Background: an optimization exercise with open tools, aiming at small area, a short achievable clock period and few clock cycles per item. Do not read the settings as production practice.
The RTL was checked by simulation tests, not by an equivalence proof against the original design.

## run A
## aes256_core
module aes256_core (
    input  wire         clk,
    input  wire         rst,         
    input  wire         start,
    input  wire [255:0] key,
    input  wire [127:0] block_in,
    output wire         ready,
    output reg          done,
    output wire [127:0] block_out
);
Size in the first run: ~11000 cells after synthesis, roughly 520 I/O pins, about 71000 um2 of cells after synthesis.
Settings: LEC_CHECK=0, ABC_AREA=1, CAP_MARGIN=40, CELL_PAD_IN_SITES_DETAIL_PLACEMENT=0, CELL_PAD_IN_SITES_GLOBAL_PLACEMENT=0, CORE_MARGIN=2, CORE_UTILIZATION=45, CTS_BUF_LIST=sky130_fd_sc_hd__clkbuf_8, PLACE_DENSITY=0.6, SLEW_MARGIN=60; clock period 10.0 ns.
standard.sh (not shown) runs the stock make flow with config.mk's settings and CLKGATE_MAP_FILE= SYNTH_SCRIPT=/design/flow/synth_recipe.tcl, a recipe that flattens the netlist after the stock synthesis.
==> flow/flow/run.sh <==
#!/bin/bash
set -euo pipefail
bash standard.sh synth floorplan > flow_synth_floorplan.log 2>&1
bash standard.sh SETUP_SLACK_MARGIN=7 "BUFFER_PORTS_ARGS=-buffer_cell sky130_fd_sc_hd__buf_1" finish > flow_place_route.log 2>&1
Run A did not stop at any stage, and its layout met the timing, design-rule and antenna checks.
Testbench counts of run A, summed over its fixed seeds: cycles 44,816, items 3,200.
Here is what was changed in the inputs of run B compared with run A.
Settings: changing SLEW_MARGIN from 60 to 20; removing CTS_BUF_LIST (formerly sky130_fd_sc_hd__clkbuf_8); changing CAP_MARGIN from 40 to 20.
--- outcome ---
Relative to run A, the transition time of the tightest slew-check pin of run B is higher by 0.21 ns. Run B: fraction of layout cells with a size suffix above 1 lower than run A. Any difference in fraction of area in multi-input gates between run B and run A is small enough to ignore. Diff run A -> run B: clock-buffer cell count lost 28%, synthesized area per cell neither gained nor lost much. Global-route usage across run A and run B: no real change.
For run C, these inputs were changed with respect to run B:
Settings: removing ABC_AREA (formerly 1); changing SLEW_MARGIN from 20 to 60; changing CAP_MARGIN from 20 to 40.
Findings:
The instance count of the mapped netlist reported for run C is smaller than that of run B by 38%. Between run B and run C, first-pass GRT wire length decreased. Of run C and run B, run B shows the lower area added between synthesis and finish, with run C above it. A combinational family with the most area after synthesis of XOR/XNOR gates is what run C shows, while simple AND/OR/NAND/NOR gates belongs to run B. Taking run B as the reference point, the number of ordinary and repair buffers in the finished layout of run C rises by 407. Area: run C vs run B -> run C larger. Run B vs run C, endpoint of the worst setup timing path: done vs block_out[116].
Relative to run C, the following input files were edited for run D:
Settings: changing CORE_UTILIZATION from 45 to 55; setting ABC_AREA to 1 for the first time; changing CELL_PAD_IN_SITES_GLOBAL_PLACEMENT from 0 to 2; changing PLACE_DENSITY from 0.6 to 0.7; changing CELL_PAD_IN_SITES_DETAIL_PLACEMENT from 0 to 1.
==> flow/flow/run.sh <==
#!/bin/bash
set -euo pipefail
bash standard.sh synth floorplan > flow_synth_floorplan.log 2>&1
bash standard.sh SETUP_SLACK_MARGIN=6.5 finish > flow_place_route.log 2>&1
Findings:
FAIL run D @ global placement without I/O: tool exited with error. Every stage of the flow completed for run C, and the final layout passed the timing, design-rule and antenna checks. Per the comparison of run D with run C, height of the chip fell by 18 um; total standard cell area after synthesis went up; sequential fraction of the synthesis area fell 3.8 points; count of standard-cell rows shows a reduction of about 5%; fraction of the mapped netlist area in simple logic gates climbed 28 points.
diff inputs: run D => run E
Settings: a change of PLACE_DENSITY from 0.7 to 0.6; a change of CORE_UTILIZATION from 55 to 45; a change of CELL_PAD_IN_SITES_DETAIL_PLACEMENT from 1 to 0; a deleted ABC_AREA that had been 1; a change of CAP_MARGIN from 40 to 20; a change of CELL_PAD_IN_SITES_GLOBAL_PLACEMENT from 2 to 0; a change of SLEW_MARGIN from 60 to 20; an added CTS_BUF_LIST of sky130_fd_sc_hd__clkbuf_8.
-- flow/flow/run.sh --
<<< run D, line 4
bash standard.sh SETUP_SLACK_MARGIN=6.5 finish > flow_place_route.log 2>&1
>>> run E, line 4
bash standard.sh SETUP_SLACK_MARGIN=6.5 "BUFFER_PORTS_ARGS=-buffer_cell sky130_fd_sc_hd__buf_1" finish > flow_place_route.log 2>&1
## What came out
- In summary, run E completed successfully, with a layout that passed the timing, design-rule and antenna checks.
- From run D to run E the numbers moved as follows: netlist area before placement fell about 10%; fraction of synthesized area in multiplexers went up; compound-gate portion of the synthesized area went up.
- Number of distinct library cells after synthesis went up by more than 100% going from run D to run E.
- Run D has lower sequential fraction of the synthesis area than run E.
- Summary of run E over run D: post-synthesis share of cell area spent on full adders, half adders and majority gates neither gained nor lost much, simple-gate share of the synthesized area lost 28 points, synthesized cell count lost about 40%.
[inputs] run F vs run E
Settings: changing PLACE_DENSITY from 0.6 to 0.72; setting ABC_AREA to 1 for the first time; changing CORE_UTILIZATION from 45 to 60; changing CAP_MARGIN from 20 to 40; changing SLEW_MARGIN from 20 to 60.
### Flow results
Run F finished all stages; the layout is clean.
Per the comparison of run F with run E, relative area of clock buffers and inverters in the final design decreased by 0.36 points relative to the old numbers, total placed instance area increased by about 11% relative to the old numbers.
Worst setup timing slack at the placement stage delta for run F relative to run E: 0.78 ns higher

* * *

== build 58 ==
aes256_core again, from the RTL that the note above started with.
clock: 10.0 ns
lec_check: 0
abc_area: 1
cap_margin: 40
cell_pad_in_sites_detail_placement: 1
cell_pad_in_sites_global_placement: 2
core_margin: 2
core_utilization: 55
place_density: 0.7
slew_margin: 60
==> flow/flow/run.sh <==
#!/bin/bash
set -euo pipefail
bash standard.sh SETUP_SLACK_MARGIN=6.5 finish > flow.log 2>&1
Build 58 got as far as 3_1_place_gp_skip_io, where a tool error ended the run.
Testbench counts of build 58, summed over its fixed seeds: cycles 44,816, items 3,200.
Input changes introduced in build 92 (baseline for comparison: build 58):
Settings: changing CORE_UTILIZATION from 55 to 45; changing SLEW_MARGIN from 60 to 20; changing CELL_PAD_IN_SITES_DETAIL_PLACEMENT from 1 to 0; setting CTS_BUF_LIST to sky130_fd_sc_hd__clkbuf_8 for the first time; changing PLACE_DENSITY from 0.7 to 0.6; changing CELL_PAD_IN_SITES_GLOBAL_PLACEMENT from 2 to 0; changing CAP_MARGIN from 40 to 20.
==> flow/flow/run.sh <==
#!/bin/bash
set -euo pipefail
bash standard.sh synth floorplan > flow_synth_floorplan.log 2>&1
bash standard.sh SETUP_SLACK_MARGIN=6.5 "BUFFER_PORTS_ARGS=-buffer_cell sky130_fd_sc_hd__buf_1" finish > flow_place_route.log 2>&1
==> comparison <==
Build 92 completed; timing, DRC and antenna clean
Between build 92 and build 58, the net count of the mapped netlist figures differ only marginally.
Going from build 58 to build 92, share of synthesized cell area in and, or, nand and nor gates neither gained nor lost much; adder and majority cell fraction of the synthesized area neither gained nor lost much; synthesized area neither gained nor lost much; die height picked up an extra 10%; synthesized cell count neither gained nor lost much.
As far as number of synthesized flops with an enable pin goes, build 58 and build 92 are indistinguishable; the numbers are identical.
Total of flip-flops plus latches after synthesis: build 92 vs build 58 identical
Effective utilization at floorplan: lower on build 92
The final reports for build 92 and build 58 show placement row count higher in the former.
Against build 58, overall die width in build 92 rose by more than 10%.
Relative to build 92, the following input files were edited for build 37:
Settings: changing SLEW_MARGIN from 20 to 60; changing CAP_MARGIN from 20 to 40; removing ABC_AREA (formerly 1).
--- outcome ---
- out_q[83] as the start point of the critical path was reported by build 92, and out_q[77] by build 37.
- Build 37 vs. build 92: placed cell area lower, final routed wire length divided by cell count climbed 13%.
- Looking at main combinational cell family by area after synthesis, the XOR/XNOR gates result is from build 37; the simple AND/OR/NAND/NOR gates one comes from build 92.
- Build 37 ended up with a lower routed wire length than build 92 did.
- Design area (build 92 / build 37): 1.05
- Build 37 reached the end of the flow, and the finished layout is clean on the timing, design-rule and antenna checks.
- [compare] base=build 92 new=build 37: non-clock buffer count moved up; worst hold margin shrank by 27 ps; worst setup slack now smaller; number of instances in the synthesized netlist fell by about 40%; final weighted congestion of routability-driven global placement went down by about 2.5%.
Changes in build 95 relative to build 37:
Settings: ABC_AREA: unset -> 1.
[summary]
Every run (build 95 and build 37) finished clean.
Delta (build 95 minus build 37): met2 usage went up by 7.4 points, synthesis-to-layout area growth decreased 5.4 points, global-route usage moved up, final routed wirelength across all metal layers saw an increase.
Time the worst path needs with I/O delays and setup: build 95 better than build 37
Compared with build 37, build 95 instantiates a larger number of standard cells.
Re count of plain and timing-repair buffers in the layout: build 37 was higher than build 95.
Share of final layout cell area taken by clock buffers and inverters is lower on build 95
> inputs changed (build 95 -> build 19)
Settings: changing CELL_PAD_IN_SITES_GLOBAL_PLACEMENT from 0 to 2; setting SETUP_SLACK_MARGIN to 5 for the first time; changing CELL_PAD_IN_SITES_DETAIL_PLACEMENT from 0 to 1; removing CTS_BUF_LIST (formerly sky130_fd_sc_hd__clkbuf_8).
==> flow/run.sh (new file) <==
#!/bin/bash
# synth_recipe.tcl (not shown) runs the flow's synth.tcl, then flattens the netlist and writes it again
# the make line also repeats each setting of config.mk as NAME=value (left out here)
make -C /OpenROAD-flow-scripts/flow DESIGN_CONFIG=/design/flow/config.mk WORK_HOME=/design/flow/orfs CLKGATE_MAP_FILE= SYNTH_SCRIPT=/design/flow/synth_recipe.tcl finish
removed: flow/flow/run.sh
removed: flow/standard.sh
### Flow results
- Looking at the reports, build 19 completed the entire flow and the layout it produced met the timing, design-rule and antenna checks.
- Summary of build 19 over build 95: share of final layout cell area taken by non-clock buffers up 3.7 points; via count higher; post-route minimum period went up; highest attainable clock frequency has decreased.
- In the metrics for build 95 and build 19, the one carrying the lower utilization is build 95.
- Relative to build 95, routed length on met2 has increased by 12% in build 19.

[re-timing with driven ports]
No port has a modelled driver above. Below, the same layouts with a new extraction and two added sets of constraints.
Step 1 (the two cells are an assumption about what drives the block):
set clk [get_ports {clk}]
set_driving_cell -lib_cell sky130_fd_sc_hd__clkbuf_16 $clk
set_driving_cell -lib_cell sky130_fd_sc_hd__buf_2 [delete_from_list [all_inputs] $clk]
Step 2 times the ports against the registers' clock, not the clock port: input delays grow and output delays shrink by t, the midpoint of the rising clock arrivals with the driver on.
Three values: ideal, step 1, step 2; two values: the first two.
run | t, ns | setup WS [ns] | worst hold slack (ns) | slew at the worst register clock pin (ns)
run A | 1.011 | 6.575 / 6.489 / 7.042 | 0.304 / 0.304 / 0.304 | 0.08 / 0.08
run B | 0.857 | 6.755 / 6.666 / 7.085 | 0.319 / 0.319 / 0.319 | 0.07 / 0.07
run C | 0.876 | 6.717 / 6.629 / 6.938 | 0.314 / 0.314 / 0.314 | 0.07 / 0.07
run E | 1.026 | 6.447 / 6.447 / 6.447 | 0.315 / 0.315 / 0.315 | 0.07 / 0.07
run F | 1.011 | 6.548 / 6.465 / 6.622 | 0.305 / 0.305 / 0.305 | 0.08 / 0.08
build 92 | 1.013 | 6.579 / 6.492 / 6.659 | 0.322 / 0.322 / 0.322 | 0.07 / 0.07
build 37 | 1.032 | 6.530 / 6.449 / 6.570 | 0.295 / 0.295 / 0.295 | 0.08 / 0.08
build 95 | 1.021 | 6.548 / 6.460 / 6.648 | 0.295 / 0.295 / 0.295 | 0.08 / 0.08
build 19 | 0.883 | 6.220 / 6.128 / 6.485 | 0.316 / 0.316 / 0.316 | 0.07 / 0.07
After both steps every run listed still meets setup and hold.
